Background: an optimization exercise with open tools, aiming at small area, a short achievable clock period and few clock cycles. Do not read the settings as production practice. The RTL was checked by simulation tests, not by an equivalence proof against the original design. No activity file was given, so power comes from the tool's default toggle rates.

`flow/config.mk`:
```
export PLATFORM = sky130hd
export DESIGN_NAME = ledger_cvt
export DESIGN_NICKNAME = ledger_cvt
export VERILOG_FILES = /design/flow/design.v
export SDC_FILE = /design/flow/constraint.sdc
export NUM_CORES = 4
export LEC_CHECK = 0
export CAP_MARGIN = 20
export CORE_MARGIN = 2
export CORE_UTILIZATION = 50
export PLACE_DENSITY = 0.7
export SLEW_MARGIN = 20
```
`flow/constraint.sdc`:
```
create_clock -name core_clock -period 35.0 [get_ports {clk}]
set_input_delay 7.0000 -clock core_clock [delete_from_list [all_inputs] [get_ports {clk}]]
set_output_delay 7.0000 -clock core_clock [all_outputs]
set_load 0.01 [all_outputs]
```
`flow/design.v`:
```
module ledger_cvt_core (
    input  wire [127:0] word,
    input  wire [10:0]  s,         
    output wire [24:0]  win,       
    output wire         sticky,    
    output wire         neg,
    output wire [7:0]   t,         
    output wire [10:0]  ep,        
    output wire         is_nan,
    output wire         is_sat,
    output wire         is_zero
);
    assign neg = word[127];
    wire [15:0] a8, o8;
    genvar j;
    generate
        for (j = 0; j < 16; j = j + 1) begin : g8
            assign a8[j] = &word[8*j+7:8*j];
            assign o8[j] = |word[8*j+7:8*j];
        end
    endgenerate
    wire lo_zero = ~(|o8[14:1]) & ~|word[126:120] & ~|word[7:1];
    wire lo_ones = &a8[14:1] & &word[126:120] & &word[7:1];
    assign is_nan  = neg & lo_zero & ~word[0];
    assign is_sat  = word[0] & (neg ? lo_zero : lo_ones);
    assign is_zero = ~neg & lo_zero & ~word[0];
    wire signed [10:0] ss = s;
    wire [7:0] sc = (ss < 11'sd0) ? 8'd0 : (ss > 11'sd151) ? 8'd151 : s[7:0];
    assign ep = 11'd1 - s;
    wire [150:0] we = {word[126:0], 24'd0};
    rnorm_win u_sh (.v(we), .a8(a8), .o8(o8), .sgn(neg), .s(sc), .win(win), .lost(sticky), .t(t));
endmodule
module ledger_cvt_pack (
    input  wire [24:0]  win,
    input  wire         sticky,
    input  wire         neg,
    input  wire [7:0]   t,
    input  wire [10:0]  ep,
    input  wire         is_nan,
    input  wire         is_sat,
    input  wire         is_zero,
    input  wire [1:0]   fmt,
    input  wire [1:0]   mode,
    input  wire         flush,
    output reg  [31:0]  bits,
    output reg          range
);
    wire fp16 = (fmt == 2'd2);
    wire signed [11:0] bex  = $signed({4'd0, t}) + $signed({ep[10], ep});
    wire signed [11:0] bmax = fp16 ? 12'sd30 : 12'sd254;
    wire [7:0] be     = bex[7:0];
    wire       be_ovf = bex > bmax;
    wire       be_top = bex == bmax;
    reg st, wr;
    reg [23:0] low;    
    always @(*) begin
        case (fmt)
            2'd1:    begin st = sticky | (|win[15:0]); wr = win[16]; low = 24'h00FFFF; end
            2'd2:    begin st = sticky | (|win[12:0]); wr = win[13]; low = 24'h001FFF; end
            default: begin st = sticky;                wr = win[0];  low = 24'h000000; end
        endcase
    end
    wire [23:0] kx   = win[24:1] ^ {24{neg}};    
    wire        xr   = wr ^ neg;                 
    wire        c    = neg & ~st;                
    wire        rbit = xr ^ c;
    reg         lsb;
    always @(*) begin
        case (fmt)
            2'd1:    lsb = kx[16];
            2'd2:    lsb = kx[13];
            default: lsb = kx[0];
        endcase
    end
    reg up;
    always @(*) begin
        case (mode)
            2'd1:    up = 1'b0;
            2'd2:    up = ~neg & (rbit | st);
            2'd3:    up = neg & (rbit | st);
            default: up = rbit & (st | lsb);
        endcase
    end
    wire inc = (xr & c) | up;
    wire [24:0] n = {1'b0, kx | low} + {24'd0, inc};
    wire cy = n[24];
    wire h  = n[23] | cy;
    wire to_inf = (mode == 2'd0) || (mode == 2'd2 && !neg) || (mode == 2'd3 && neg);
    wire [22:0] mant = (cy || (!h && flush)) ? 23'd0 : n[22:0];
    wire [7:0]  ex   = h ? (be + {7'd0, cy}) : 8'd0;
    wire        ovf  = (be_ovf | (be_top & cy)) & ~is_zero & ~is_nan & ~is_sat;
    wire        is_inf = is_sat | (ovf & to_inf);
    wire        is_max = ovf & ~to_inf;
    wire        sign   = neg & ~is_nan;
    wire [7:0]  e8     = (is_nan | is_inf | is_max) ? {7'h7F, ~is_max} : ex;
    wire [22:0] m23    = is_nan ? 23'h400000 : is_inf ? 23'd0 : is_max ? 23'h7FFFFF : mant;
    always @(*) begin
        range = is_sat | ovf;
        case (fmt)
            2'd1:    bits = {16'd0, sign, e8, m23[22:16]};
            2'd2:    bits = {16'd0, sign, e8[4:0], m23[22:13]};
            default: bits = {sign, e8, m23};
        endcase
    end
endmodule
module rnorm_win (
    input  wire [150:0] v,
    input  wire [15:0]  a8,       
    input  wire [15:0]  o8,       
    input  wire         sgn,
    input  wire [7:0]   s,
    output wire [24:0]  win,
    output wire         lost,     
    output wire [7:0]   t
);
    wire [151:0] t7;
    wire [87:0]  t6;
    wire [55:0]  t5;
    wire [39:0]  t4;
    wire [31:0]  t3;
    wire [27:0]  t2;
    wire [25:0]  t1;
    wire [7:0]   k;
    wire [7:0]   e;       
    wire [7:0]  a16, o16;
    wire [3:0]  a32, o32;
    wire [1:0]  a64, o64;
    genvar j;
    generate
        for (j = 0; j < 8; j = j + 1) begin : g16
            assign a16[j] = a8[2*j+1] & a8[2*j];
            assign o16[j] = o8[2*j+1] | o8[2*j];
        end
        for (j = 0; j < 4; j = j + 1) begin : g32
            assign a32[j] = a16[2*j+1] & a16[2*j];
            assign o32[j] = o16[2*j+1] | o16[2*j];
        end
        for (j = 0; j < 2; j = j + 1) begin : g64
            assign a64[j] = a32[2*j+1] & a32[2*j];
            assign o64[j] = o32[2*j+1] | o32[2*j];
        end
    endgenerate
    wire [15:0] n8  = sgn ? ~a8  : o8;
    wire [7:0]  n16 = sgn ? ~a16 : o16;
    wire [3:0]  n32 = sgn ? ~a32 : o32;
    wire [1:0]  n64 = sgn ? ~a64 : o64;
    wire n4 = sgn ? ~&t3[31:28] : |t3[31:28];
    wire n2 = sgn ? ~&t2[27:26] : |t2[27:26];
    wire n1 = t1[25] ^ sgn;
    assign k[7] = s[7];
    assign e[7] = 1'b1;
    assign e[6] = 1'b1;
    assign k[6] = (~k[7] & n64[1]) | (e[6] & s[6]);
    assign e[5] = e[6] & (k[6] == s[6]);
    assign k[5] = (~k[7] & n32[{k[6], 1'b1}]) | (e[5] & s[5]);
    assign e[4] = e[5] & (k[5] == s[5]);
    assign k[4] = (~k[7] & n16[{k[6], k[5], 1'b1}]) | (e[4] & s[4]);
    assign e[3] = e[4] & (k[4] == s[4]);
    assign k[3] = (~k[7] & n8[{k[6], k[5], k[4], 1'b1}]) | (e[3] & s[3]);
    assign e[2] = e[3] & (k[3] == s[3]);
    assign k[2] = (~k[7] & n4) | (e[2] & s[2]);
    assign e[1] = e[2] & (k[2] == s[2]);
    assign k[1] = (~k[7] & n2) | (e[1] & s[1]);
    assign e[0] = e[1] & (k[1] == s[1]);
    assign k[0] = (~k[7] & n1) | (e[0] & s[0]);
    assign t = k;
    assign t7  = {sgn, v[150:48], k[7] ? {25{sgn}} : v[47:23], k[7] ? v[150:128] : v[22:0]};
    assign t6  = k[6] ? t7[151:64] : t7[87:0];
    assign t5  = k[5] ? t6[87:32]  : t6[55:0];
    assign t4  = k[4] ? t5[55:16]  : t5[39:0];
    assign t3  = k[3] ? t4[39:8]   : t4[31:0];
    assign t2  = k[2] ? t3[31:4]   : t3[27:0];
    assign t1  = k[1] ? t2[27:2]   : t2[25:0];
    assign win = k[0] ? t1[25:1]   : t1[24:0];
    assign lost = (k[7] & (|o8[12:0])) | (k[6] & (|t7[63:0])) | (k[5] & (|t6[31:0])) |
                  (k[4] & (|t5[15:0])) | (k[3] & (|t4[7:0])) | (k[2] & (|t3[3:0])) |
                  (k[1] & (|t2[1:0])) | (k[0] & t1[0]);
endmodule
module ledger_cvt (
    input  wire         clk,
    input  wire         rst,
    input  wire         in_valid,
    output wire         in_ready,
    input  wire [127:0] in_word,
    input  wire [9:0]   in_eref,
    input  wire [1:0]   in_fmt,      
    input  wire [1:0]   in_mode,     
    input  wire         in_flush,    
    output reg          out_valid,
    output reg  [31:0]  out_bits,
    output reg          out_range
);
    assign in_ready = 1'b1;
    reg         v0;
    reg [127:0] word0;
    reg [10:0]  s0;       
    reg [1:0]   fmt0, mode0;
    reg         flush0;
    always @(posedge clk) begin
        v0     <= rst ? 1'b0 : in_valid;
        word0  <= in_word;
        s0     <= ((in_fmt == 2'd2) ? 11'sd82 : -11'sd30) - {in_eref[9], in_eref};
        fmt0   <= in_fmt;
        mode0  <= in_mode;
        flush0 <= in_flush;
    end
    wire [24:0] win;
    wire        sticky, neg, is_nan, is_sat, is_zero;
    wire [7:0]  t;
    wire [10:0] ep;
    ledger_cvt_core core (
        .word(word0), .s(s0),
        .win(win), .sticky(sticky), .neg(neg), .t(t), .ep(ep),
        .is_nan(is_nan), .is_sat(is_sat), .is_zero(is_zero));
    reg         v1;
    reg [24:0]  win1;
    reg         sticky1, neg1, nan1, sat1, zero1;
    reg [7:0]   t1;
    reg [10:0]  ep1;
    reg [1:0]   fmt1, mode1;
    reg         flush1;
    always @(posedge clk) begin
        v1      <= rst ? 1'b0 : v0;
        win1    <= win;
        sticky1 <= sticky;
        neg1    <= neg;
        t1      <= t;
        ep1     <= ep;
        nan1    <= is_nan;
        sat1    <= is_sat;
        zero1   <= is_zero;
        fmt1    <= fmt0;
        mode1   <= mode0;
        flush1  <= flush0;
    end
    wire [31:0] bits;
    wire        range;
    ledger_cvt_pack pack (
        .win(win1), .sticky(sticky1), .neg(neg1), .t(t1), .ep(ep1),
        .is_nan(nan1), .is_sat(sat1), .is_zero(zero1), .fmt(fmt1), .mode(mode1), .flush(flush1),
        .bits(bits), .range(range));
    always @(posedge clk) begin
        out_valid <= rst ? 1'b0 : v1;
        out_bits  <= bits;
        out_range <= range;
    end
endmodule
```
`flow/flow/run.sh`:
```
#!/bin/bash
# The standard layout (standard.sh) with three changes:
#  - synthesis maps the logic with an area-oriented ABC script (flow/synth.tcl);
#  - ports are buffered with buf_1 instead of the default buffer cell;
#  - timing repair aims at an 8.15 ns period (setup margin 26.85 ns on the 35 ns
#    clock).  The constraints themselves are unchanged.
set -euo pipefail
export MY_WORK_DIR=$(pwd)
export MY_FLOW_DIR=$(pwd)/flow
bash standard.sh "SYNTH_SCRIPT=$MY_FLOW_DIR/synth.tcl" \
  "BUFFER_PORTS_ARGS=-buffer_cell sky130_fd_sc_hd__buf_1" \
  "SETUP_SLACK_MARGIN=26.85" finish > flow_make.log 2>&1
```
`flow/flow/area.abc`:
```
strash; dch -f; amap
```
`flow/flow/synth.tcl`:
```
# synth_recipe.tcl (the standard synthesis) with one change: ABC maps the
# logic with flow/area.abc, an area-oriented script (amap; the layout flow
# buffers and sizes), instead of ORFS's script.  Registers are mapped before ABC
# runs, so their cells and names are the standard synthesis's.
proc abc {args} {
  set i [lsearch -exact $args -script]
  if {$i >= 0} { lset args [expr {$i + 1}] $::env(MY_FLOW_DIR)/area.abc }
  yosys abc {*}$args
}
source $::env(MY_WORK_DIR)/synth_recipe.tcl
```
`flow/standard.sh`:
```
#!/bin/bash
# synth_recipe.tcl (not shown) runs the flow's synth.tcl, then flattens the netlist and writes it again
# the make line also repeats each setting of config.mk as NAME=value (left out here)
make -C /OpenROAD-flow-scripts/flow DESIGN_CONFIG=/design/flow/config.mk WORK_HOME=/design/flow/orfs CLKGATE_MAP_FILE= SYNTH_SCRIPT=/design/flow/synth_recipe.tcl "${@:-finish}"
```
==> results.txt, run 1 <==
outcome no timing/DRC/antenna violations; largest net degree at the start of global routing 78; num rows 54; Syn-to-layout area delta 26.2%; Most used DFF post-synth dfxtp_1; Setup TNS 0 ns; detailed placement HPWL 28100 um; layout cells sized above 1 9.19%; sequential-to-total area share from yosys stat 41.8%; CP endpoint kind flop; Worst slew margin 31.5%; Cells after Synth 1334; FILL cells 1919; vias 11964; Final ANT Viol Nets 0; Bufs and invs on worst path 1; largest delay contributor family on the critical path simple AND/OR/NAND/NOR gates; max incr delay on CP 0.41 ns; Final Cycle Share 23.1%; cell area after synthesis 11200 um^2; #FFs+latches synth 234; io pins 181; CTS tree done; initial DRC count 1171; Min-Delay Path Class flop to flop; drt wl/cell 20.7 um; CP arrival 8.51 ns; final worst path period need 8.09 ns; Startpoint Class primary input; DR vias/cell 6.37; area of the core 21900 um^2; number of global-route vias before repair 10817; Worst EP required 35.42 ns; critical path's slowest cell or3b_4; number of flops mapped to enable cells by yosys 0; top-area cell type share of the netlist area 41.8%; PwrDens 82.0 nW/um^2; Leakage 0.00505 uW; CP max FO 4; CTS clk-pin slew, worst paths 0.06 ns; Total GRT Usage 31.1%; first-pass GRT wire length 59000 um; final hold vios 0; root buffer cell clkbuf_16; Initial Utilization 51.2%; first-pass detailed-route iteration total 5; Syn Nets 1508; Final Slew Violations 0; DRC viols 0; Clock Latency Late Sink 0.54 ns; final wirelength 38900 um; initial antenna violation count 0; final worst clock skew 0.0251 ns; Async SR Flop Fraction 0%; warnings from Yosys 2; cts bufs inserted 24; Fmax 124 MHz; Yosys top cell by area dfxtp_1; IO buf count 179; worst path cell trace buf_6, nor2b_4, ha_4, a31oi_4, nor2_2, or3b_4, a21oi_2, o21ai_2, nor2_1, a21oi_1; Avg Cell Area, Syn 8.40 um^2; Least-Margin Pin Slew 1.02 ns; GRT overflow 0; maximum vdd drop 0.0427 mV; total clock sinks 234; max-cap violation count 0; RSZ-0062 raised after global routing no; H-Tree Depth 1; Setup CP Type primary input to flop; Placed Area 12600 um^2; maximum clock insertion buffer count 3; Die ar. 23600 um^2; synth top area cells dfxtp_1, o22a_1, nor2_1; Finished Layout Cells 1879; die width 154 um; Placed Cells 1806; number of library cell types mapped by synthesis 50; GP Congestion 0.997; die height 154 um; ant diodes 0; Setup Viol. Count Final 0; Final nets 1756; design area 14100 um^2
-- cell usage after synthesis (6+ instances only) --
library cell	count
a21o_1	10
a21oi_1	83
a22o_1	6
a31oi_1	20
and3_1	6
clkinv_1	140
dfxtp_1	234
ha_1	27
nand2_1	75
nand3_1	15
nand4_1	40
nor2_1	165
nor2b_1	9
nor3_1	18
nor4_1	42
o21ai_0	63
o221ai_1	16
o22a_1	162
o22ai_1	98
o32ai_1	19
or2_0	11
or3_1	9
or4_1	18
-- metal layers --
layer	vias to the layer above	track usage [%]	part of all wire, %
met3	94	5.30	9.4
li1	5657	-	-
met5	-	0	0
met4	0	7.78	2.7
met1	5576	44.8	44
met2	637	48.7	44
-- timing repair --
action	in CTS	in global routing
endpoints found under the setup margin	29	51
pin swaps	2	11
gates cloned	8	2
setup buffers	8	12
resized for setup	29	47
hold buffers	0	0
-- final cells by class --
class	count	area [um^2]	share of cell area [%]
Multi-Input combinational cell	960	6440	45.5
Sequential cell	234	4690	33.1
Timing Repair Buffer	221	1270	8.95
Clock buffer	30	673	4.76
Inverter	140	586	4.14
Tap cell	280	350	2.48
Clock inverter	13	143	1.01
Timing Repair inverter	1	5.00	0.0354
-- through the flow --
stage | setup WS, ns | power, uW | util (%) | hold slack [ns]
floorplan | 21.56 | 700 | - | 0.310
global placement | 24.24 | 823 | 57.5 | 0.310
detailed placement | 24.08 | 826 | 57.5 | 0.314
CTS | 26.86 | 1130 | 63.1 | 0.333
global route | 26.81 | 1220 | 64.6 | 0.335
finish | 26.91 | 1160 | 64.6 | 0.330
-- placed cells by master (no fill, tap or decap), drive strengths merged, types with 16 or more instances in the layout --
cell type | synthesis | layout
a21oi | 83 | 83
a31oi | 20 | 20
buf | 1 | 213
clkbuf | 0 | 32
clkinv | 140 | 144
dfxtp | 234 | 234
ha | 27 | 27
nand2 | 75 | 75
nand4 | 40 | 40
nor2 | 165 | 165
nor3 | 18 | 18
nor4 | 42 | 42
o21ai | 63 | 64
o221ai | 16 | 16
o22a | 162 | 162
o22ai | 98 | 98
o32ai | 19 | 19
or4 | 18 | 18
-- cells by family after synthesis --
kind of cell	count (synthesis)	synth area share, %
compound gates	512	32.3
simple gates	418	18.0
flops	234	41.8
buf+inv	141	4.75
fa+ha+maj	28	3.19
other cells	1	0.0334
-- registers in the layout (all words and copies together) (netlist names) --
signal     flops
flush0         1
sat1           1
v0             1
flush1         1
out_valid      1
out_bits      32
nan1           1
s0            11
win1          25
ep1           11
mode0          2
v1             1
t1             8
mode1          2
zero1          1
neg1           1
sticky1        1
fmt1           2
out_range      1
word0        128
fmt0           2
-- final timing paths --
kind | from | end | slack (ns) | cells after the start
hold / removal | mode0[0] | mode1[0] | 0.33 | 0
hold reg to reg | mode0[0] | mode1[0] | 0.33 | 0
setup reg to reg | word0[125] | sticky1 | 27.12 | 41
setup / recovery | in_fmt[0] | s0[9] | 26.91 | 10
-- where the power goes --
part / switching [uW] / internal (uW) / total [uW]
combinational: 328 / 238 / 566
sequential: 24.0 / 312 / 336
clock: 107 / 152 / 259
total: 459 / 701 / 1160
Testbench counts, summed over its fixed seeds: cycles 16,024.
==> run 2: changes to the inputs <==
==> flow/flow/run.sh (replaced) <==
#!/bin/bash
# The standard layout (standard.sh) with four changes:
#  - synthesis maps the logic with an area-oriented ABC script (flow/synth.tcl);
#  - ports are buffered with buf_1 instead of the default buffer cell;
#  - clock tree synthesis adds no dummy loads;
#  - timing repair aims at an 8.15 ns period (setup margin 26.85 ns on the 35 ns
#    clock).  The constraints themselves are unchanged.
set -euo pipefail
export MY_WORK_DIR=$(pwd)
export MY_FLOW_DIR=$(pwd)/flow
bash standard.sh "SYNTH_SCRIPT=$MY_FLOW_DIR/synth.tcl" \
  "BUFFER_PORTS_ARGS=-buffer_cell sky130_fd_sc_hd__buf_1" \
  "CTS_ARGS=-sink_clustering_enable -repair_clock_nets -dont_use_dummy_load" \
  "SETUP_SLACK_MARGIN=26.85" finish > flow_make.log 2>&1
==> flow/flow/area.abc (replaced) <==
strash; dc2; dch -f; amap
==> run 2 against run 1 <==
Compared with the run above:
- still clean
- setup slack worse by 0.094 ns
- clock power is 21% lower
- final cell count is 1.1% lower
- largest cell class unchanged
==> results.txt, run 2 <==
outcome no timing/DRC/antenna violations (unchanged); warnings from Yosys 2 (unchanged); layout cells sized above 1 7.66% (was 9.19%); Syn-to-layout area delta 23.1% (was 26.2%); flop2flop setup slack 27.06 ns (was 27.12 ns); largest net degree at the start of global routing 82 (was 78); first-pass GRT wire length 57500 um (was 59000 um); Post-synth top cells dfxtp_1, nor2_1, o22ai_1 (was dfxtp_1, nor2_1, o22a_1); maximum vdd drop 0.0454 mV (was 0.0427 mV); DR vias/cell 6.27 (was 6.37); max-cap violation count 0 (unchanged); DRC viols 0 (unchanged); root buffer cell clkbuf_16 (unchanged); Syn Nets 1509 (was 1508); final wirelength 38600 um (was 38900 um); num rows 54 (unchanged); drt wl/cell 20.7 um (about the same); top-area cell type share of the netlist area 42.5% (was 41.8%); Leakage 0.00484 uW (was 0.00505 uW); Placed Cells 1802 (was 1806); CP max FO 2 (was 4); die width 153 um (was 154 um); cell area after synthesis 11000 um^2 (was 11200 um^2); Final Cycle Share 23.4% (was 23.1%); CP arrival 8.62 ns (was 8.51 ns); sequential-to-total area share from yosys stat 42.5% (was 41.8%); Startpoint Class primary input (unchanged); CTS clk-pin slew, worst paths 0.06 ns (about the same); RSZ-0062 raised after global routing yes (was no); Cells after Synth 1335 (was 1334); Top Registers word0 x128, out_bits x32, win1 x25 (unchanged); Yosys top cell by area dfxtp_1 (unchanged); Total GRT Usage 30.9% (was 31.1%); Final ANT Viol Nets 0 (unchanged); maximum clock insertion buffer count 3 (unchanged); die height 153 um (was 154 um); number of flip-flops in the largest register 128 (unchanged); ant diodes 0 (unchanged); Finished Layout Cells 1859 (was 1879); synth top area cells dfxtp_1, o22ai_1, o22a_1 (was dfxtp_1, o22a_1, nor2_1); CTS tree done (unchanged); Min-Delay Path Class flop to flop (unchanged); final worst path period need 8.18 ns (was 8.09 ns); first-pass detailed-route iteration total 7 (was 5); commonest cells after routing, fill and taps aside dfxtp_1, buf_1, nor2_1 (was dfxtp_1, buf_1, nor2_1, o22a_1, clkinv_1); Reg area 4690 um^2 (about the same); Worst EP required 35.43 ns (was 35.42 ns); cts bufs inserted 23 (was 24); Die ar. 23300 um^2 (was 23600 um^2); total clock sinks 234 (unchanged); Setup Viol. Count Final 0 (unchanged); PwrDens 80.3 nW/um^2 (was 82.0 nW/um^2); GP Congestion 1.00 (was 0.997); Final nets 1755 (was 1756); IO buf count 179 (unchanged); GRT overflow 0 (unchanged); vias 11663 (was 11964); FILL cells 1953 (was 1919); Setup TNS 0 ns (unchanged); Top reg by flops word0 (unchanged); overall power 1090 uW (was 1160 uW); H-Tree Depth 1 (unchanged); number of flops mapped to enable cells by yosys 0 (unchanged); area of the multi-input gates 6320 um^2 (was 6440 um^2); area of the core 21800 um^2 (was 21900 um^2); initial antenna violation count 0 (unchanged); initial DRC count 1041 (was 1171); Worst slew margin 44.4% (was 31.5%); final worst clock skew 0.0220 ns (was 0.0251 ns); detailed placement HPWL 28500 um (was 28100 um); number of global-route vias before repair 10613 (was 10817); Most used DFF post-synth dfxtp_1 (unchanged); top-count cell post-synth dfxtp_1 (unchanged); number of library cell types mapped by synthesis 50 (unchanged); final hold vios 0 (unchanged); Async SR Flop Fraction 0% (unchanged); Initial Utilization 50.7% (was 51.2%); io pins 181 (unchanged); Setup CP Type primary input to flop (unchanged); Fmax 122 MHz (was 124 MHz); CP endpoint kind flop (unchanged); commonest non-fill, non-tap cell in the layout dfxtp_1 (unchanged); Final Slew Violations 0 (unchanged); Avg Cell Area, Syn 8.26 um^2 (was 8.40 um^2); Least-Margin Pin Slew 0.828 ns (was 1.02 ns); Clock Latency Late Sink 0.51 ns (was 0.54 ns); #FFs+latches synth 234 (unchanged)
[run 2: cell count changes after synthesis, sizes merged, moves of 8 or more]
cell / change
o22a: -64
o22ai: +41
a22oi: +21
clkinv: -21
nor3: +17
nor2: +12
nor4: -11
o32ai: -11
nor2b: +10
o21a: +10
or4: -10
a31oi: -9
nand3: +8
[run 2: layout make-up]
class | instances | area share (%)
Sequential cell | 234 | 34.5
Timing Repair Buffer | 213 | 7.71
Clock buffer | 23 | 4.24
Multi-Input combinational cell | 987 | 46.6
Tap cell | 280 | 2.58
Inverter | 119 | 4.17
Timing Repair inverter | 3 | 0.184
[run 2: layer usage]
| layer | up-vias | routed length [um] | part of all wire (%) | track usage [%] |
|---|---|---|---|---|
| li1 | 5586 | - | - | - |
| met1 | 5303 | 15200 | 39 | 37.2 |
| met2 | 623 | 18000 | 47 | 53.3 |
| met3 | 151 | 2730 | 7.1 | 4.72 |
| met4 | 0 | 2630 | 6.8 | 16.3 |
| met5 | - | 0 | 0 | 0 |
[run 2: timing repair]
action                                  4_1_cts  5_1_grt
endpoints found under the hold margin         0        0
cloned                                        7        5
buffers inserted                             11       11
pin swaps                                     9       16
hold buffers                                  0        0
resized for setup                            23       25
endpoints found under the setup margin       30       46
[run 2: worst paths after layout]
kind              cells past startpoint       start      end
setup / recovery                     11   in_fmt[0]    s0[9]
hold / removal                        0      flush0   flush1
setup reg to reg                     37  word0[125]  sticky1
hold reg to reg                       0      flush0   flush1
[run 2: through the flow]
step	util (%)	worst slack, ns	instance area [um^2]	hold WS (ns)
3_5_place_dp	57.2	23.84	12400	0.315
5_1_grt	62.4	26.73	13600	0.330
6_report	62.4	26.82	13600	0.326
2_1_floorplan	-	25.13	11400	0.310
3_3_place_gp	57.2	24.15	12400	0.310
4_1_cts	61.1	26.85	13300	0.328
[run 2: cell families (layout without fill, tap and decap cells)]
group	after synthesis	count (layout)	synth area share, %
adders and majority gates	28	28	3.24
DFF	234	234	42.5
buffers and inverters	120	358	4.12
and+or+nand+nor	454	459	19.9
other	1	1	0.0340
AOI/OAI and AO/OA	498	499	30.3
[run 2: report_power, final]
part	total, uW	internal [uW]	switching (uW)
Sequential	335	312	22.7
Clock	204	115	89.4
Combinational	550	207	343
Total	1090	634	455
[run 2: critical path, stage by stage]
cell,delay [ns]
buf_6,0.10
nor2b_4,0.21
clkinv_4,0.09
ha_4,0.25
a21o_1,0.16
nand3b_1,0.17
and2_4,0.15
o21a_1,0.19
nor2_2,0.13
nand2_1,0.07
o21ai_1,0.10
==> run 3: changes to the inputs <==
==> flow/flow/run.sh (replaced) <==
#!/bin/bash
# The standard layout (standard.sh) with four changes:
#  - synthesis maps the logic with an area-oriented ABC script (flow/synth.tcl);
#  - ports are buffered with buf_1 instead of the default buffer cell;
#  - clock tree synthesis adds no dummy loads;
#  - timing repair aims at an 8 ns period (setup margin 27 ns on the 35 ns
#    clock).  The constraints themselves are unchanged.
set -euo pipefail
export MY_WORK_DIR=$(pwd)
export MY_FLOW_DIR=$(pwd)/flow
bash standard.sh "SYNTH_SCRIPT=$MY_FLOW_DIR/synth.tcl" \
  "BUFFER_PORTS_ARGS=-buffer_cell sky130_fd_sc_hd__buf_1" \
  "CTS_ARGS=-sink_clustering_enable -repair_clock_nets -dont_use_dummy_load" \
  "SETUP_SLACK_MARGIN=27" finish > flow_make.log 2>&1
==> run 3 against run 2 <==
Compared with the run above:
- largest cell class unchanged
- critical path depth unchanged
- cell area up 1.3%
- via count grew 0.21%
- highest routed layer unchanged
- worst hold slack improved by 0.0020 ns
- non-clock buffer count grew 13
==> results.txt, run 3 <==
Post-synth top cells dfxtp_1, nor2_1, o22ai_1 (unchanged); Final nets 1770 (was 1755); area of the core 21800 um^2 (unchanged); gr busiest metal met2 (unchanged); ant diodes 0 (unchanged); CP endpoint kind flop (unchanged); DR vias/cell 6.24 (was 6.27); first-pass detailed-route iteration total 6 (was 7); Placed Cells 1803 (was 1802); Worst R2R Start word0[111] (was word0[125]); Worst Min Path Start fmt0[1] (was flush0); final wirelength 39400 um (was 38600 um); H-Tree Depth 1 (unchanged); warnings from Yosys 2 (unchanged); GP Congestion 0.998 (was 1.00); CTS clk-pin slew, worst paths 0.06 ns (about the same); drt wl/cell 21.0 um (was 20.7 um); IO buf count 179 (unchanged); Hold Path Stages 0 (unchanged); CTS tree done (unchanged); root buffer cell clkbuf_16 (unchanged); Leakage 0.00496 uW (was 0.00484 uW); Worst EP required 35.45 ns (was 35.43 ns); Total GRT Usage 31.9% (was 30.9%); number of flops mapped to enable cells by yosys 0 (unchanged); io pins 181 (unchanged); Setup CP Type primary input to flop (unchanged); Finished Layout Cells 1874 (was 1859); max-cap violation count 0 (unchanged); final worst path period need 8.10 ns (was 8.18 ns); Die ar. 23300 um^2 (unchanged); Worst Reg-to-Reg Cells 38 (was 37); met2 Use GR 54.7% (was 53.3%); number of global-route vias before repair 10973 (was 10613); cts bufs inserted 24 (was 23); vias 11688 (was 11663); top-count cell post-synth dfxtp_1 (unchanged); Placed Area 12500 um^2 (was 12400 um^2); number of flip-flops in the largest register 128 (unchanged); top-area cell type share of the netlist area 42.5% (unchanged); initial DRC count 1041 (unchanged); outcome no timing/DRC/antenna violations (unchanged); Final Cycle Share 23.1% (was 23.4%); first-pass GRT wire length 59200 um (was 57500 um); commonest cells after routing, fill and taps aside dfxtp_1, nor2_1, buf_1 (was dfxtp_1, buf_1, nor2_1); Top reg by flops word0 (unchanged); initial antenna violation count 0 (unchanged); Fmax 123 MHz (was 122 MHz); Worst slew margin 43.4% (was 44.4%); die height 153 um (unchanged); die width 153 um (unchanged); final hold vios 0 (unchanged); Min-Delay Path Class flop to flop (unchanged); Syn-to-layout area delta 24.7% (was 23.1%); maximum vdd drop 0.0473 mV (was 0.0454 mV); num rows 54 (unchanged); synth top area cells dfxtp_1, o22ai_1, o22a_1 (unchanged); GRT met1 Usage 38.6% (was 37.2%); Setup Viol. Count Final 0 (unchanged); worst r2r dst sticky1 (unchanged); Final ANT Viol Nets 0 (unchanged); Initial Utilization 50.7% (unchanged); Startpoint Class primary input (unchanged); grt met3 use 4.66% (was 4.72%); Cells after Synth 1335 (unchanged); CP max FO 4 (was 2); Avg Cell Area, Syn 8.26 um^2 (unchanged); Most used DFF post-synth dfxtp_1 (unchanged); Top Registers word0 x128, out_bits x32, win1 x25 (unchanged); design area 13800 um^2 (was 13600 um^2); CP arrival 8.55 ns (was 8.62 ns); #FFs+latches synth 234 (unchanged); Async SR Flop Fraction 0% (unchanged); DRC viols 0 (unchanged); maximum clock insertion buffer count 3 (unchanged); Setup TNS 0 ns (unchanged); Yosys top cell by area dfxtp_1 (unchanged); Syn Nets 1509 (unchanged); hold path endpoint fmt1[1] (was flush1); total clock sinks 234 (unchanged); PwrDens 81.2 nW/um^2 (was 80.3 nW/um^2); RSZ-0062 raised after global routing yes (unchanged); final worst clock skew 0.0318 ns (was 0.0220 ns); Final Util 63.2% (was 62.4%); largest net degree at the start of global routing 57 (was 82); GRT overflow 0 (unchanged); detailed placement HPWL 28900 um (was 28500 um); layout cells sized above 1 9.10% (was 7.66%); number of library cell types mapped by synthesis 50 (unchanged); cell area after synthesis 11000 um^2 (unchanged); Final Slew Violations 0 (unchanged); FILL cells 1933 (was 1953); sequential-to-total area share from yosys stat 42.5% (unchanged); Least-Margin Pin Slew 0.837 ns (was 0.828 ns); flop2flop setup slack 27.25 ns (was 27.06 ns); Clock Latency Late Sink 0.53 ns (was 0.51 ns); commonest non-fill, non-tap cell in the layout dfxtp_1 (unchanged)
## run 3: worst max-delay path by stage
stage	startpoint	endpoint	slack, ns	cells past startpoint
6_report	in_fmt[1]	s0[9]	26.90	11
5_1_grt	in_fmt[1]	s0[9]	26.76	11
4_1_cts	in_fmt[1]	s0[9]	26.94	11
3_5_place_dp	word0[127]	sticky1	23.89	38
3_3_place_gp	word0[127]	sticky1	24.18	39
2_1_floorplan	word0[80]	sticky1	25.13	39
## run 3: cells by family (layout without fill, tap and decap cells)
| logic type | count (synthesis) | in the layout | synth area share (%) |
|---|---|---|---|
| compound gates | 498 | 499 | 30.3 |
| fa+ha+maj | 28 | 28 | 3.24 |
| buf+inv | 120 | 373 | 4.12 |
| flops | 234 | 234 | 42.5 |
| other cells | 1 | 1 | 0.0340 |
| simple gates | 454 | 459 | 19.9 |
## run 3: layout make-up
class,count,area [um^2],area share (%)
repair buffers,226,1170,8.49
well taps,280,350,2.55
repair inverters,4,41.3,0.300
clock buffers,24,601,4.37
multi-input cells,987,6330,46.0
flip-flops and latches,234,4690,34.1
inverters,119,576,4.18
## run 3: power by group
| group | leakage [uW] | switching [uW] | internal, uW |
|---|---|---|---|
| clock | 0.000296 | 92.0 | 120 |
| combinational | 0.00269 | 350 | 219 |
| sequential | 0.00197 | 23.2 | 312 |
## run 3: through the flow
step                hold WS, ns  worst slack [ns]  total power, uW
global placement          0.312             24.18              828
floorplan                 0.310             25.13              697
CTS                       0.332             26.94             1070
global route              0.333             26.76             1180
detailed placement        0.317             23.89              830
finish                    0.328             26.90             1120
## run 3: worst max-delay path, stage by stage
cell and delay [ns]:
buf_1 0.09, nor2b_4 0.25, ha_1 0.31, and2_0 0.17, nand2_1 0.07, nand3b_1 0.10, and2_4 0.16, o21a_1 0.17
nor2_2 0.12, nand2_1 0.06, o21ai_1 0.07
## run 3: per-layer routing
metal	share of wire [%]	vias to the layer above
met3	7.1	163
li1	-	5621
met1	39	5339
met4	6.9	0
met5	0	-
met2	47	565
## run 3: repair_timing
action,CTS,global route
cloned,9,5
pin swaps,11,17
setup endpoints to repair,35,39
buffers inserted,14,19
gates resized for setup,27,33
hold endpoints to repair,0,0
hold buffers,0,0
==> run 4: changes to the inputs <==
==> flow/flow/run.sh (replaced) <==
#!/bin/bash
# The standard layout (standard.sh) with four changes:
#  - synthesis maps the logic with an area-oriented ABC script (flow/synth.tcl);
#  - ports are buffered with buf_1 instead of the default buffer cell;
#  - clock tree synthesis adds no dummy loads;
#  - timing repair aims at an 8.6 ns period (setup margin 26.4 ns on the 35 ns
#    clock).  The constraints themselves are unchanged.
set -euo pipefail
export MY_WORK_DIR=$(pwd)
export MY_FLOW_DIR=$(pwd)/flow
bash standard.sh "SYNTH_SCRIPT=$MY_FLOW_DIR/synth.tcl" \
  "BUFFER_PORTS_ARGS=-buffer_cell sky130_fd_sc_hd__buf_1" \
  "CTS_ARGS=-sink_clustering_enable -repair_clock_nets -dont_use_dummy_load" \
  "SETUP_SLACK_MARGIN=26.4" finish > flow_make.log 2>&1
==> run 4 against run 3 <==
Compared with the run above:
- still clean
- via count down 1.7%
- synthesized area unchanged
- setup slack worse by 0.26 ns
- largest cell class unchanged
==> results.txt, run 4 <==
met2 Use GR 53.9% (was 54.7%); Setup CP Type primary input to flop (unchanged); final wirelength 37900 um (was 39400 um); num rows 54 (unchanged); PwrDens 81.1 nW/um^2 (was 81.2 nW/um^2); Leakage 0.00473 uW (was 0.00496 uW); #FFs+latches synth 234 (unchanged); Yosys top cell by area dfxtp_1 (unchanged); commonest cells after routing, fill and taps aside dfxtp_1, buf_1, nor2_1 (was dfxtp_1, nor2_1, buf_1); Cells after Synth 1335 (unchanged); maximum clock insertion buffer count 3 (unchanged); Worst slew margin 31.6% (was 43.4%); Placed Area 12400 um^2 (was 12500 um^2); Final nets 1746 (was 1770); Final Util 61.3% (was 63.2%); final hold vios 0 (unchanged); DRC viols 0 (unchanged); number of flip-flops in the largest register 128 (unchanged); CTS clk-pin slew, worst paths 0.06 ns (about the same); Top reg by flops word0 (unchanged); number of global-route vias before repair 10584 (was 10973); Final Cycle Share 23.9% (was 23.1%); Syn-to-layout area delta 20.9% (was 24.7%); grt met3 use 3.78% (was 4.66%); first-pass detailed-route iteration total 5 (was 6); top-area cell type share of the netlist area 42.5% (unchanged); internal power 632 uW (was 651 uW); Least-Margin Pin Slew 1.03 ns (was 0.837 ns); Most used DFF post-synth dfxtp_1 (unchanged); Syn Nets 1509 (unchanged); sequential-to-total area share from yosys stat 42.5% (unchanged); Min-Delay Path Class flop to flop (unchanged); final worst clock skew 0.0144 ns (was 0.0318 ns); critical path's slowest cell ha_1 (unchanged); GRT met1 Usage 37.1% (was 38.6%); die height 153 um (unchanged); Setup Viol. Count Final 0 (unchanged); Clock Power Share 19.5% (was 19.0%); area of the core 21800 um^2 (unchanged); Post-synth top cells dfxtp_1, nor2_1, o22ai_1 (unchanged); ant diodes 0 (unchanged); Flop pwr share 31.0% (was 30.1%); maximum vdd drop 0.0410 mV (was 0.0473 mV); layout cells sized above 1 6.24% (was 9.10%); DR vias/cell 6.21 (was 6.24); max-cap violation count 0 (unchanged); io pins 181 (unchanged); Finished Layout Cells 1850 (was 1874); combinational share of power 49.6% (was 51.0%); number of flops mapped to enable cells by yosys 0 (unchanged); RSZ-0062 raised after global routing yes (unchanged); CP arrival 8.76 ns (was 8.55 ns); IO buf count 179 (unchanged); synth top area cells dfxtp_1, o22ai_1, o22a_1 (unchanged); CP endpoint kind flop (unchanged); top-count cell post-synth dfxtp_1 (unchanged); CTS tree done (unchanged); Placed Cells 1802 (was 1803); design area 13300 um^2 (was 13800 um^2); commonest non-fill, non-tap cell in the layout dfxtp_1 (unchanged); gr busiest metal met2 (unchanged); root buffer cell clkbuf_16 (unchanged); Clock Latency Late Sink 0.52 ns (was 0.53 ns); total clock sinks 234 (unchanged); CP max FO 5 (was 4); warnings from Yosys 2 (unchanged); P_sw 450 uW (was 465 uW); final worst path period need 8.37 ns (was 8.10 ns); max incr delay on CP 0.36 ns (was 0.31 ns); Final Slew Violations 0 (unchanged); drt wl/cell 20.5 um (was 21.0 um); Total GRT Usage 30.5% (was 31.9%); vias 11490 (was 11688); Top Registers word0 x128, out_bits x32, win1 x25 (unchanged); die width 153 um (unchanged); Initial Utilization 50.7% (unchanged); Startpoint Class primary input (unchanged); Worst EP required 35.39 ns (was 35.45 ns); Die ar. 23300 um^2 (unchanged); Sw Share 41.6% (was 41.7%); worst path cell trace buf_1, nor2b_2, clkinv_1, ha_1, a21o_1, nand3b_1, and2_0, o21a_1, nor2_1, o21ai_0 (was buf_1, nor2b_4, ha_1, and2_0, nand2_1, nand3b_1, and2_4, o21a_1, nor2_2, nand2_1, o21ai_1); cts bufs inserted 24 (unchanged); Setup TNS 0 ns (unchanged); H-Tree Depth 1 (unchanged); GP Congestion 1.05 (was 0.998); Fmax 120 MHz (was 123 MHz); Final ANT Viol Nets 0 (unchanged); outcome no timing/DRC/antenna violations (unchanged); first-pass GRT wire length 56900 um (was 59200 um); Avg Cell Area, Syn 8.26 um^2 (unchanged); cell area after synthesis 11000 um^2 (unchanged); Async SR Flop Fraction 0% (unchanged); detailed placement HPWL 28300 um (was 28900 um); GRT overflow 0 (unchanged); number of library cell types mapped by synthesis 50 (unchanged); initial antenna violation count 0 (unchanged); initial DRC count 984 (was 1041); largest net degree at the start of global routing 82 (was 57)
==> run 4: cell types whose count changed in the layout (fill, tap and decap cells not counted), moves of 2 or more <==
cell	before	now
buf_1	168	179
buf_2	3	0
buf_4	39	21
clkbuf_16	27	25
clkbuf_2	7	0
clkinv_1	108	110
clkinv_8	3	1
nand2_1	72	74
nand2_2	2	0
nor4_1	27	29
nor4_4	2	0
o21ai_0	61	63
==> run 4: power groups by stage <==
stage	sequential, uW	clock [uW]	combinational (uW)
floorplan	342	0	355
global placement	340	0	485
finish	335	211	536
CTS	335	215	509
detailed placement	340	0	489
global route	339	225	578
==> run 4: layer usage <==
metal | vias to the layer above | share of wire (%)
met1 | 5266 | 40
li1 | 5575 | -
met4 | 0 | 5.6
met2 | 530 | 48
met5 | - | 0
met3 | 119 | 6.1
==> run 4: path summary, 6_finish.rpt <==
kind	startpoint	endpoint	slack, ns	depth (start not counted)
worst max-delay path	in_fmt[1]	s0[9]	26.63	10
worst min-delay path	fmt0[0]	fmt1[0]	0.33	0
worst max register to register	word0[92]	sticky1	26.77	42
worst min register to register	fmt0[0]	fmt1[0]	0.33	0
==> run 4: area by class of cell <==
type | count | area, um^2
sequential | 234 | 4690
fill | 1996 | 8420
timing repair inverter | 2 | 16.3
clock buffer | 24 | 601
tap | 280 | 350
multi-input combinational | 987 | 6230
inverter | 119 | 539
timing repair buffer | 204 | 910
==> run 4: per-stage QoR <==
| stage | setup WS, ns | total power, uW | hold WS, ns |
|---|---|---|---|
| floorplan | 25.13 | 697 | 0.310 |
| global placement | 24.19 | 824 | 0.310 |
| detailed placement | 23.73 | 829 | 0.312 |
| CTS | 26.43 | 1060 | 0.325 |
| global route | 26.25 | 1140 | 0.342 |
| finish | 26.63 | 1080 | 0.326 |
==> run 4: repair_timing <==
item / CTS / global route
hold buffers: 0 / 0
gates cloned: 5 / 4
endpoints found under the setup margin: 29 / 29
buffers inserted: 6 / 9
pin swaps: 4 / 6
resized for setup: 13 / 8
==> run 4: critical path: cells and delay by family <==
family | cells | cell delay [ns]
buf+inv | 2 | 0.25
compound gates | 3 | 0.45
simple gates | 4 | 0.68
fa+ha+maj | 1 | 0.36
==> run 4: cell families after synthesis <==
family | share of synthesized area (%)
flops | 42.5
simple gates | 19.9
fa+ha+maj | 3.24
other cells | 0.0340
buf+inv | 4.12
compound gates | 30.3
==> run 5: changes to the inputs <==
==> flow/flow/run.sh (replaced) <==
#!/bin/bash
# The standard layout (standard.sh) with four changes:
#  - synthesis maps the logic with an area-oriented ABC script (flow/synth.tcl);
#  - ports are buffered with buf_1 instead of the default buffer cell;
#  - clock tree synthesis adds no dummy loads;
#  - timing repair aims at an 8.3 ns period (setup margin 26.7 ns on the 35 ns
#    clock).  The constraints themselves are unchanged.
set -euo pipefail
export MY_WORK_DIR=$(pwd)
export MY_FLOW_DIR=$(pwd)/flow
bash standard.sh "SYNTH_SCRIPT=$MY_FLOW_DIR/synth.tcl" \
  "BUFFER_PORTS_ARGS=-buffer_cell sky130_fd_sc_hd__buf_1" \
  "CTS_ARGS=-sink_clustering_enable -repair_clock_nets -dont_use_dummy_load" \
  "SETUP_SLACK_MARGIN=26.7" finish > flow_make.log 2>&1
==> run 5 against run 4 <==
Compared with the run above:
- still clean on timing, DRC and antenna
- global-route usage rose by 0.86 points
- routed wire length rose by 2.0%
- critical path depth unchanged
- sequential power about the same
- register-to-register slack improved by 0.21 ns
==> results.txt, run 5 <==
cts bufs inserted 24 (unchanged); Startpoint Class primary input (unchanged); final worst path period need 8.15 ns (was 8.37 ns); initial DRC count 1178 (was 984); Worst EP required 35.40 ns (was 35.39 ns); ant diodes 0 (unchanged); final worst clock skew 0.0248 ns (was 0.0144 ns); Most used DFF post-synth dfxtp_1 (unchanged); Clock Power Share 19.5% (about the same); CTS clk-pin slew, worst paths 0.05 ns (was 0.06 ns); num rows 54 (unchanged); #FFs+latches synth 234 (unchanged); number of flip-flops in the largest register 128 (unchanged); worst r2r dst sticky1 (unchanged); synth top area cells dfxtp_1, o22ai_1, o22a_1 (unchanged); DR vias/cell 6.27 (was 6.21); CP max FO 5 (unchanged); Avg Cell Area, Syn 8.26 um^2 (unchanged); Min-Delay Path Class flop to flop (unchanged); top-count cell post-synth dfxtp_1 (unchanged); Syn-to-layout area delta 21.2% (was 20.9%); Flop pwr share 30.9% (was 31.0%); first-pass GRT wire length 58100 um (was 56900 um); warnings from Yosys 2 (unchanged); maximum vdd drop 0.0426 mV (was 0.0410 mV); max-cap violation count 0 (unchanged); first-pass detailed-route iteration total 7 (was 5); CP arrival 8.55 ns (was 8.76 ns); DRC viols 0 (unchanged); IO buf count 179 (unchanged); Initial Utilization 50.7% (unchanged); Clock Latency Late Sink 0.52 ns (about the same); combinational share of power 49.6% (about the same); simple-gate share of the synthesized area 19.9% (unchanged); drt wl/cell 20.9 um (was 20.5 um); Top reg by flops word0 (unchanged); Final nets 1747 (was 1746); Worst Min Path Start fmt0[0] (unchanged); P_sw 453 uW (was 450 uW); cell area after synthesis 11000 um^2 (unchanged); area of the core 21800 um^2 (unchanged); layout cells sized above 1 6.62% (was 6.24%); post-synthesis mux area share 0% (unchanged); PwrDens 81.2 nW/um^2 (was 81.1 nW/um^2); Leakage 0.00474 uW (was 0.00473 uW); number of library cell types mapped by synthesis 50 (unchanged); io pins 181 (unchanged); Final Cycle Share 23.3% (was 23.9%); Cells after Synth 1335 (unchanged); Post-synth top cells dfxtp_1, nor2_1, o22ai_1 (unchanged); Fmax 123 MHz (was 120 MHz); GRT overflow 0 (unchanged); Setup TNS 0 ns (unchanged); number of flops mapped to enable cells by yosys 0 (unchanged); total clock sinks 234 (unchanged); final wirelength 38600 um (was 37900 um); hold path endpoint fmt1[0] (unchanged); Setup Viol. Count Final 0 (unchanged); RSZ-0062 raised after global routing yes (unchanged); Syn Nets 1509 (unchanged); outcome no timing/DRC/antenna violations (unchanged); Total GRT Usage 31.4% (was 30.5%); commonest cells after routing, fill and taps aside dfxtp_1, buf_1, nor2_1 (unchanged); Final Slew Violations 0 (unchanged); internal power 631 uW (was 632 uW); H-Tree Depth 1 (unchanged); die width 153 um (unchanged); Final Util 61.4% (was 61.3%); post-synthesis xor/xnor area fraction 0% (unchanged); die height 153 um (unchanged); Worst R2R Start word0[92] (unchanged); Least-Margin Pin Slew 0.824 ns (was 1.03 ns); initial antenna violation count 0 (unchanged); sequential-to-total area share from yosys stat 42.5% (unchanged); Final ANT Viol Nets 0 (unchanged); Yosys top cell by area dfxtp_1 (unchanged); number of global-route vias before repair 10832 (was 10584); root buffer cell clkbuf_16 (unchanged); Sw Share 41.8% (was 41.6%); detailed placement HPWL 29200 um (was 28300 um); Hold Path Stages 0 (unchanged); largest net degree at the start of global routing 82 (unchanged); largest family of logic cells by synthesized area compound AO/OA/AOI/OAI gates (unchanged); Setup CP Type primary input to flop (unchanged); Worst slew margin 44.3% (was 31.6%); vias 11606 (was 11490); maximum clock insertion buffer count 3 (unchanged); commonest non-fill, non-tap cell in the layout dfxtp_1 (unchanged); Synth Area in Compound Gates 30.3% (unchanged); CP endpoint kind flop (unchanged); CTS tree done (unchanged); final hold vios 0 (unchanged); Die ar. 23300 um^2 (unchanged); Worst Reg-to-Reg Cells 40 (was 42); top-area cell type share of the netlist area 42.5% (unchanged); post-synthesis adder-cell area fraction 3.24% (unchanged); Top Registers word0 x128, out_bits x32, win1 x25 (unchanged); flop2flop setup slack 26.98 ns (was 26.77 ns); Async SR Flop Fraction 0% (unchanged); GP Congestion 0.988 (was 1.05)
==> run 5: cell counts after synthesis <==
Identical to the previous run, type by type.
==> run 5: stage by stage <==
stage / hold slack [ns] / power, uW / area [um^2] / worst slack, ns / cells
2_1_floorplan: 0.310 / 697 / 11400 / 25.13 / 1335
3_3_place_gp: 0.312 / 829 / 12500 / 24.79 / 1803
3_5_place_dp: 0.314 / 830 / 12500 / 24.52 / 1803
4_1_cts: 0.327 / 1060 / 13200 / 26.78 / 1842
5_1_grt: 0.332 / 1150 / 13400 / 26.66 / 1851
6_report: 0.325 / 1080 / 13400 / 26.85 / 1851
==> run 5: cell type report <==
class                      instances  area (um^2)
clock buffer                      24          601
fill                            1957         8390
inverter                         119          534
multi-input combinational        987         6280
sequential                       234         4680
tap                              280          350
timing repair buffer             205          900
timing repair inverter             2         13.8
==> run 5: critical path, stage by stage <==
cell      delay, ns
buf_1          0.09
nor2b_4        0.24
inv_4          0.07
ha_4           0.23
a21o_1         0.18
nand3b_1       0.16
and2_1         0.16
o21a_1         0.18
nor2_1         0.14
o21ai_0        0.09
==> run 5: timing repair <==
action / 4_1_cts / 5_1_grt
setup endpoints to repair: 29 / 29
cloned: 6 / 2
gates resized for setup: 8 / 17
hold buffers: 0 / 0
buffers inserted: 9 / 7
pin swaps: 7 / 6
==> run 5: worst max path at each step <==
| stage | startpoint | end | slack, ns | depth (start not counted) |
|---|---|---|---|---|
| after floorplan | word0[80] | sticky1 | 25.13 | 39 |
| after global placement | word0[127] | sticky1 | 24.79 | 38 |
| after detailed placement | word0[127] | sticky1 | 24.52 | 38 |
| after CTS | word0[125] | sticky1 | 26.78 | 41 |
| after global routing | word0[125] | sticky1 | 26.66 | 42 |
| final | in_fmt[1] | s0[9] | 26.85 | 10 |
==> run 5: power by group through the flow <==
stage / sequential [uW] / clock, uW / combinational [uW]
6_report: 336 / 211 / 538
4_1_cts: 335 / 216 / 509
2_1_floorplan: 342 / 0 / 356
3_5_place_dp: 341 / 0 / 489
5_1_grt: 340 / 226 / 580
3_3_place_gp: 340 / 0 / 489
==> run 5: layer usage <==
layer / vias up / global-route usage, % / part of all wire, %
met5: - / 0 / 0
met2: 574 / 54.2 / 48
li1: 5583 / - / -
met4: 0 / 16.8 / 6.2
met1: 5323 / 38.1 / 39
met3: 126 / 4.21 / 7.1
==> run 5: cell families after synthesis <==
logic type                 after synthesis
other                                    1
AOI/OAI and AO/OA                      498
adders and majority gates               28
buffers and inverters                  120
and+or+nand+nor                        454
DFF                                    234
==> run 6: changes to the inputs <==
==> flow/flow/area.abc (replaced) <==
strash; dch -f; amap
==> run 6 against run 5 <==
Compared with the run above:
- sequential power is essentially flat
- non-clock buffer count grew 25
- register-to-register slack is essentially flat
- critical path depth grew 1
- clock power grew 5%
- still clean on timing, DRC and antenna
- via count grew 3.2%
- first-iteration DRC count grew 9.8%
- count of clock-buffer cells in the layout grew 1
==> results.txt, run 6 <==
Finished Layout Cells 1871 (was 1851); Synth Area in Compound Gates 32.3% (was 30.3%); H-Tree Depth 1 (unchanged); GP Congestion 0.995 (was 0.988); number of global-route vias before repair 11045 (was 10832); commonest cells after routing, fill and taps aside dfxtp_1, buf_1, nor2_1 (unchanged); top-area cell type share of the netlist area 41.8% (was 42.5%); overall power 1130 uW (was 1080 uW); Placed Cells 1808 (was 1803); initial DRC count 1294 (was 1178); Setup TNS 0 ns (unchanged); final worst clock skew 0.0388 ns (was 0.0248 ns); max incr delay on CP 0.39 ns (was 0.24 ns); layout cells sized above 1 8.05% (was 6.62%); RSZ-0062 raised after global routing no (was yes); Bufs and invs on worst path 3 (was 2); Syn Nets 1508 (was 1509); Fmax 123 MHz (about the same); top-count cell post-synth dfxtp_1 (unchanged); post-synthesis xor/xnor area fraction 0% (unchanged); Post-synth top cells dfxtp_1, nor2_1, o22a_1 (was dfxtp_1, nor2_1, o22ai_1); Initial Utilization 51.2% (was 50.7%); Startpoint Class primary input (unchanged); final wirelength 39500 um (was 38600 um); CTS tree done (unchanged); Final Slew Violations 0 (unchanged); maximum clock insertion buffer count 3 (unchanged); CP endpoint kind flop (unchanged); Final ANT Viol Nets 0 (unchanged); Setup CP Type primary input to flop (unchanged); grt met3 use 5.44% (was 4.21%); area of the core 21900 um^2 (was 21800 um^2); detailed placement HPWL 28800 um (was 29200 um); number of flip-flops in the largest register 128 (unchanged); simple-gate share of the synthesized area 18.0% (was 19.9%); warnings from Yosys 2 (unchanged); max-cap violation count 0 (unchanged); IO buf count 179 (unchanged); Cells after Synth 1334 (was 1335); Worst slew margin 30.0% (was 44.3%); final hold vios 0 (unchanged); number of library cell types mapped by synthesis 50 (unchanged); number of flops mapped to enable cells by yosys 0 (unchanged); Setup Viol. Count Final 0 (unchanged); PwrDens 81.2 nW/um^2 (about the same); cts bufs inserted 25 (was 24); Final Cycle Share 23.2% (was 23.3%); DRC viols 0 (unchanged); worst path cell trace buf_1, nor2b_4, clkinv_2, ha_4, clkinv_1, nor2_1, or3b_1, a21oi_1, o21ai_1, nor2_1, a21oi_1 (was buf_1, nor2b_4, inv_4, ha_4, a21o_1, nand3b_1, and2_1, o21a_1, nor2_1, o21ai_0); Syn-to-layout area delta 24.6% (was 21.2%); num rows 54 (unchanged); first-pass GRT wire length 60400 um (was 58100 um); Hold Buf Count CTS 0 (unchanged); Top Registers word0 x128, out_bits x32, win1 x25 (unchanged); post-synthesis mux area share 0% (unchanged); gr busiest metal met2 (unchanged); GRT met1 Usage 46.2% (was 38.1%); Leakage 0.00498 uW (was 0.00474 uW); largest delay contributor family on the critical path simple AND/OR/NAND/NOR gates (unchanged); commonest non-fill, non-tap cell in the layout dfxtp_1 (unchanged); critical path's slowest cell or3b_1 (was nor2b_4); DR vias/cell 6.40 (was 6.27); Top reg by flops word0 (unchanged); CTS clk-pin slew, worst paths 0.06 ns (was 0.05 ns); Die ar. 23600 um^2 (was 23300 um^2); Yosys top cell by area dfxtp_1 (unchanged); root buffer cell clkbuf_16 (unchanged); total clock sinks 234 (unchanged); final worst path period need 8.12 ns (was 8.15 ns); largest family of logic cells by synthesized area compound AO/OA/AOI/OAI gates (unchanged); vias 11983 (was 11606); Worst EP required 35.43 ns (was 35.40 ns); Clock Latency Late Sink 0.54 ns (was 0.52 ns); CP max FO 4 (was 5); CP arrival 8.55 ns (about the same); Min-Delay Path Class flop to flop (unchanged); #FFs+latches synth 234 (unchanged); worst hold slack 0.327 ns (was 0.325 ns); Avg Cell Area, Syn 8.40 um^2 (was 8.26 um^2); ant diodes 0 (unchanged); Total GRT Usage 32.0% (was 31.4%); die height 154 um (was 153 um); largest net degree at the start of global routing 78 (was 82); met2 Use GR 49.6% (was 54.2%); drt wl/cell 21.1 um (was 20.9 um); sequential-to-total area share from yosys stat 41.8% (was 42.5%); Least-Margin Pin Slew 1.04 ns (was 0.824 ns); outcome no timing/DRC/antenna violations (unchanged); Most used DFF post-synth dfxtp_1 (unchanged); io pins 181 (unchanged); initial antenna violation count 1 (was 0); Final nets 1767 (was 1747); post-synthesis adder-cell area fraction 3.19% (was 3.24%); cell area after synthesis 11200 um^2 (was 11000 um^2); die width 154 um (was 153 um); Async SR Flop Fraction 0% (unchanged); synth top area cells dfxtp_1, o22a_1, nor2_1 (was dfxtp_1, o22ai_1, o22a_1); maximum vdd drop 0.0488 mV (was 0.0426 mV); GRT overflow 0 (unchanged); first-pass detailed-route iteration total 6 (was 7)
## run 6: changes by cell type after synthesis, moves of 6 or more
cell      previous run  this run
nand4_1             34        40
a22oi_1             23         2
nor2_1             177       165
o22a_1              98       162
a31oi_1             11        20
nor3_1              35        18
nand3_1             23        15
o21a_1              12         2
o32ai_1              8        19
nor2b_1             19         9
or4_1                8        18
o22ai_1            139        98
nor4_1              31        42
clkinv_1           119       140
## run 6: final timing paths
path	from	to	slack [ns]	cells past startpoint
worst max-delay path	in_fmt[1]	s0[9]	26.88	11
worst min register to register	flush0	flush1	0.33	0
worst max register to register	word0[84]	sticky1	26.98	40
worst min-delay path	flush0	flush1	0.33	0
## run 6: per-layer routing
layer,share of wire [%],routed length [um]
met5,0,0
met4,2.5,984
met3,10,4120
met2,43,17100
met1,44,17300
## run 6: cell families (layout without fill, tap and decap cells)
kind of cell / Yosys count / count (layout)
other: 1 / 1
AOI/OAI and AO/OA: 512 / 513
buffers and inverters: 141 / 396
DFF: 234 / 234
and+or+nand+nor: 418 / 419
adders and majority gates: 28 / 28
## run 6: area by class of cell
type	count	area, um^2
inverter	140	589
sequential	234	4690
fill	1911	7920
tap	280	350
clock buffer	25	626
multi-input combinational	961	6380
timing repair inverter	1	5.00
timing repair buffer	230	1330
## run 6: timing repair
action,in CTS,in global routing
setup endpoints to repair,29,35
pin swaps,3,8
gates resized for setup,28,34
gates cloned,9,1
setup buffers,14,14
## run 6: through the flow
stage          area [um^2]  utilization (%)  worst slack (ns)
2_1_floorplan        11500                -             21.56
3_3_place_gp         12600             57.6             24.36
3_5_place_dp         12600             57.6             24.21
4_1_cts              13700             62.6             26.73
5_1_grt              14000             63.8             26.64
6_report             14000             63.8             26.88
## run 6: where the power goes
part,total [uW],leakage (uW),switching (uW),internal [uW]
Combinational,576,0.00271,333,243
Sequential,336,0.00197,24.5,312
Clock,221,0.000308,96.5,124
Total,1130,0.00498,454,679
==> run 7: changes to the inputs <==
==> flow/flow/area.abc (replaced) <==
strash; dc2; dch -f; amap -A 500 -F 10
==> run 7 against run 6 <==
Compared with the run above:
- cell area shrank 4.1%
- global-route usage fell by 1.9 points
- sequential power hardly changed
- highest routed layer unchanged
- still clean
==> results.txt, run 7 <==
outcome no timing/DRC/antenna violations (unchanged); top-area cell type share of the netlist area 42.7% (was 41.8%); Worst slew margin 33.0% (was 30.0%); Syn Nets 1513 (was 1508); area of the multi-input gates 6210 um^2 (was 6380 um^2); internal power 643 uW (was 679 uW); CP endpoint kind flop (unchanged); GP Congestion 1.06 (was 0.995); warnings from Yosys 2 (unchanged); Bufs and invs on worst path 2 (was 3); final worst clock skew 0.0339 ns (was 0.0388 ns); combinational share of power 50.8% (about the same); synth top area cells dfxtp_1, o22a_1, o22ai_1 (was dfxtp_1, o22a_1, nor2_1); #FFs+latches synth 234 (unchanged); number of flops mapped to enable cells by yosys 0 (unchanged); CP max FO 3 (was 4); max incr delay on CP 0.29 ns (was 0.39 ns); Total GRT Usage 30.1% (was 32.0%); Yosys top cell by area dfxtp_1 (unchanged); vias 11746 (was 11983); maximum vdd drop 0.0475 mV (was 0.0488 mV); Fmax 121 MHz (was 123 MHz); Syn-to-layout area delta 22.2% (was 24.6%); Reg area 4690 um^2 (about the same); largest delay contributor family on the critical path simple AND/OR/NAND/NOR gates (unchanged); final worst path period need 8.27 ns (was 8.12 ns); Top Registers word0 x128, out_bits x32, win1 x25 (unchanged); Min-Delay Path Class flop to flop (unchanged); RSZ-0062 raised after global routing no (unchanged); ant diodes 0 (unchanged); Final Cycle Share 23.6% (was 23.2%); Most used DFF post-synth dfxtp_1 (unchanged); total clock sinks 234 (unchanged); H-Tree Depth 1 (unchanged); CTS clk-pin slew, worst paths 0.06 ns (about the same); Least-Margin Pin Slew 0.997 ns (was 1.04 ns); P_sw 474 uW (was 454 uW); Die ar. 23100 um^2 (was 23600 um^2); Setup CP Type primary input to flop (unchanged); DRC viols 0 (unchanged); Flop pwr share 30.2% (was 29.7%); Post-synth top cells dfxtp_1, nor2_1, o22ai_1 (was dfxtp_1, nor2_1, o22a_1); Clock Power Share 18.9% (was 19.5%); number of flip-flops in the largest register 128 (unchanged); Final ANT Viol Nets 0 (unchanged); commonest cells after routing, fill and taps aside dfxtp_1, buf_1, nor2_1 (unchanged); first-pass detailed-route iteration total 6 (unchanged); CTS tree done (unchanged); die height 152 um (was 154 um); Cells after Synth 1339 (was 1334); critical path's slowest cell ha_1 (was or3b_1); Leakage 0.00467 uW (was 0.00498 uW); worst path cell trace buf_1, nor2b_4, ha_1, clkinv_1, nor3_1, a21oi_1, nor2_1, nor2_1, o21ai_1, nor2_1, a21oi_1 (was buf_1, nor2b_4, clkinv_2, ha_4, clkinv_1, nor2_1, or3b_1, a21oi_1, o21ai_1, nor2_1, a21oi_1); Final Util 61.8% (was 63.8%); num rows 54 (unchanged); commonest non-fill, non-tap cell in the layout dfxtp_1 (unchanged); Final Slew Violations 0 (unchanged); number of library cell types mapped by synthesis 40 (was 50); maximum clock insertion buffer count 3 (unchanged); io pins 181 (unchanged); first-pass GRT wire length 56500 um (was 60400 um); top-count cell post-synth dfxtp_1 (unchanged); initial DRC count 1398 (was 1294); final hold vios 0 (unchanged); PwrDens 83.5 nW/um^2 (was 81.2 nW/um^2); area of the core 21700 um^2 (was 21900 um^2); cell area after synthesis 11000 um^2 (was 11200 um^2); FILL cells 1955 (was 1911); max-cap violation count 0 (unchanged); Initial Utilization 50.5% (was 51.2%); cts bufs inserted 24 (was 25); detailed placement HPWL 27400 um (was 28800 um); Clock Latency Late Sink 0.52 ns (was 0.54 ns); Top reg by flops word0 (unchanged); Setup Viol. Count Final 0 (unchanged); die width 152 um (was 154 um); root buffer cell clkbuf_16 (unchanged); Worst EP required 35.45 ns (was 35.43 ns); Final nets 1761 (was 1767); DR vias/cell 6.30 (was 6.40); Setup TNS 0 ns (unchanged); Sw Share 42.4% (was 40.1%); GRT overflow 0 (unchanged); sequential-to-total area share from yosys stat 42.7% (was 41.8%); drt wl/cell 19.9 um (was 21.1 um); number of global-route vias before repair 10395 (was 11045); Avg Cell Area, Syn 8.19 um^2 (was 8.40 um^2); cell mode on critical path nor2_1; layout cells sized above 1 7.63% (was 8.05%); Async SR Flop Fraction 0% (unchanged); largest net degree at the start of global routing 85 (was 78); final wirelength 37100 um (was 39500 um); CP arrival 8.71 ns (was 8.55 ns); Hold Buf Count CTS 0 (unchanged); initial antenna violation count 0 (was 1); IO buf count 179 (unchanged); Startpoint Class primary input (unchanged)
run 7: cell count changes in the layout (fill, tap and decap cells not counted), moves of 12 or more:
cell	previous run	this run
a22oi_1	2	21
o221ai_1	14	1
nor2_1	162	176
a221oi_1	0	15
o32ai_1	14	2
or3_1	6	29
clkinv_1	132	108
o21ai_0	59	87
nand2_1	75	57
nor3_1	16	29
o22ai_1	94	126
a21oi_1	81	118
o22a_1	161	98
run 7: cell type report:
class | instances | share of cell area (%)
timing repair buffer | 211 | 7.02
tap | 280 | 2.62
timing repair inverter | 5 | 0.252
inverter | 123 | 4.29
multi-input combinational | 988 | 46.3
clock buffer | 24 | 4.48
sequential | 234 | 35.0
run 7: metal layers:
metal | GRT usage [%] | vias to the layer above | routed length, um
li1 | - | 5634 | -
met1 | 44.3 | 5410 | 16500
met2 | 44.4 | 643 | 15600
met3 | 8.24 | 59 | 4320
met4 | 5.61 | 0 | 715
met5 | 0 | - | 0
run 7: repair_timing:
action                     4_1_cts  5_1_grt
setup buffers                    1       24
setup endpoints to repair       58       59
gates cloned                     6        6
gates resized for setup         12       28
pin swaps                        3       11
run 7: path summary, 6_finish.rpt:
path / from / to / slack, ns / cells after the start
hold reg to reg: mode0[1] / mode1[1] / 0.33 / 0
setup / recovery: in_fmt[1] / s0[9] / 26.73 / 11
setup reg to reg: word0[125] / win1[16] / 27.03 / 34
hold / removal: mode0[1] / mode1[1] / 0.33 / 0
run 7: cell families after synthesis:
kind of cell	Yosys count	synth area share (%)
AO/OA/AOI/OAI	528	31.2
AND/OR/NAND/NOR	424	18.5
flip-flops	234	42.7
buffers and inverters	124	4.28
adder cells (fa/ha/maj)	28	3.26
other	1	0.0342
run 7: power groups by stage:
stage	Clock (uW)	Sequential (uW)	Combinational [uW]
2_1_floorplan	0	342	367
3_3_place_gp	0	342	490
3_5_place_dp	0	343	496
4_1_cts	217	338	515
5_1_grt	227	342	614
6_report	212	338	568
run 7: per-stage QoR:
step / area, um^2 / power, uW / instances / hold WS (ns) / worst slack [ns]
3_5_place_dp: 12300 / 839 / 1804 / 0.314 / 25.81
6_report: 13400 / 1120 / 1865 / 0.326 / 26.73
3_3_place_gp: 12300 / 833 / 1804 / 0.311 / 25.99
2_1_floorplan: 11300 / 709 / 1339 / 0.310 / 26.31
4_1_cts: 13000 / 1070 / 1835 / 0.328 / 26.70
5_1_grt: 13400 / 1180 / 1865 / 0.329 / 26.62

port drivers added, routing unchanged:
In the flow no input, the clock included, has a driving cell. The finished layouts below were timed again as built, in two steps.
Step 1: set_driving_cell puts a clkbuf_16 on clk and a buf_2 on each other input, an assumption about the parent block.
Step 2 times the ports against the registers' clock, not the clock port: input delays grow and output delays shrink by t, the midpoint of the rising clock arrivals with the driver on.
a / b / c = ideal ports / drivers / drivers and shift; a / b = the first two.
run	t (ns)	setup WS [ns]	worst data-port slew with drivers (ns)	pins driven straight from the clock port
run 1	0.577	26.909 / 26.918 / 26.342	0.04	1
run 2	0.552	26.815 / 26.830 / 26.278	0.05	1
run 3	0.564	26.898 / 26.926 / 26.362	0.05	1
run 4	0.557	26.635 / 26.661 / 26.103	0.05	1
run 5	0.558	26.849 / 26.878 / 26.319	0.05	1
run 6	0.568	26.875 / 26.899 / 26.331	0.05	1
run 7	0.555	26.734 / 26.764 / 26.209	0.04	1
After both steps setup and hold are still met in every run listed. The setup slack of run 1, which loses most, moves by +0.009 ns with the drivers and by -0.567 ns with both steps.
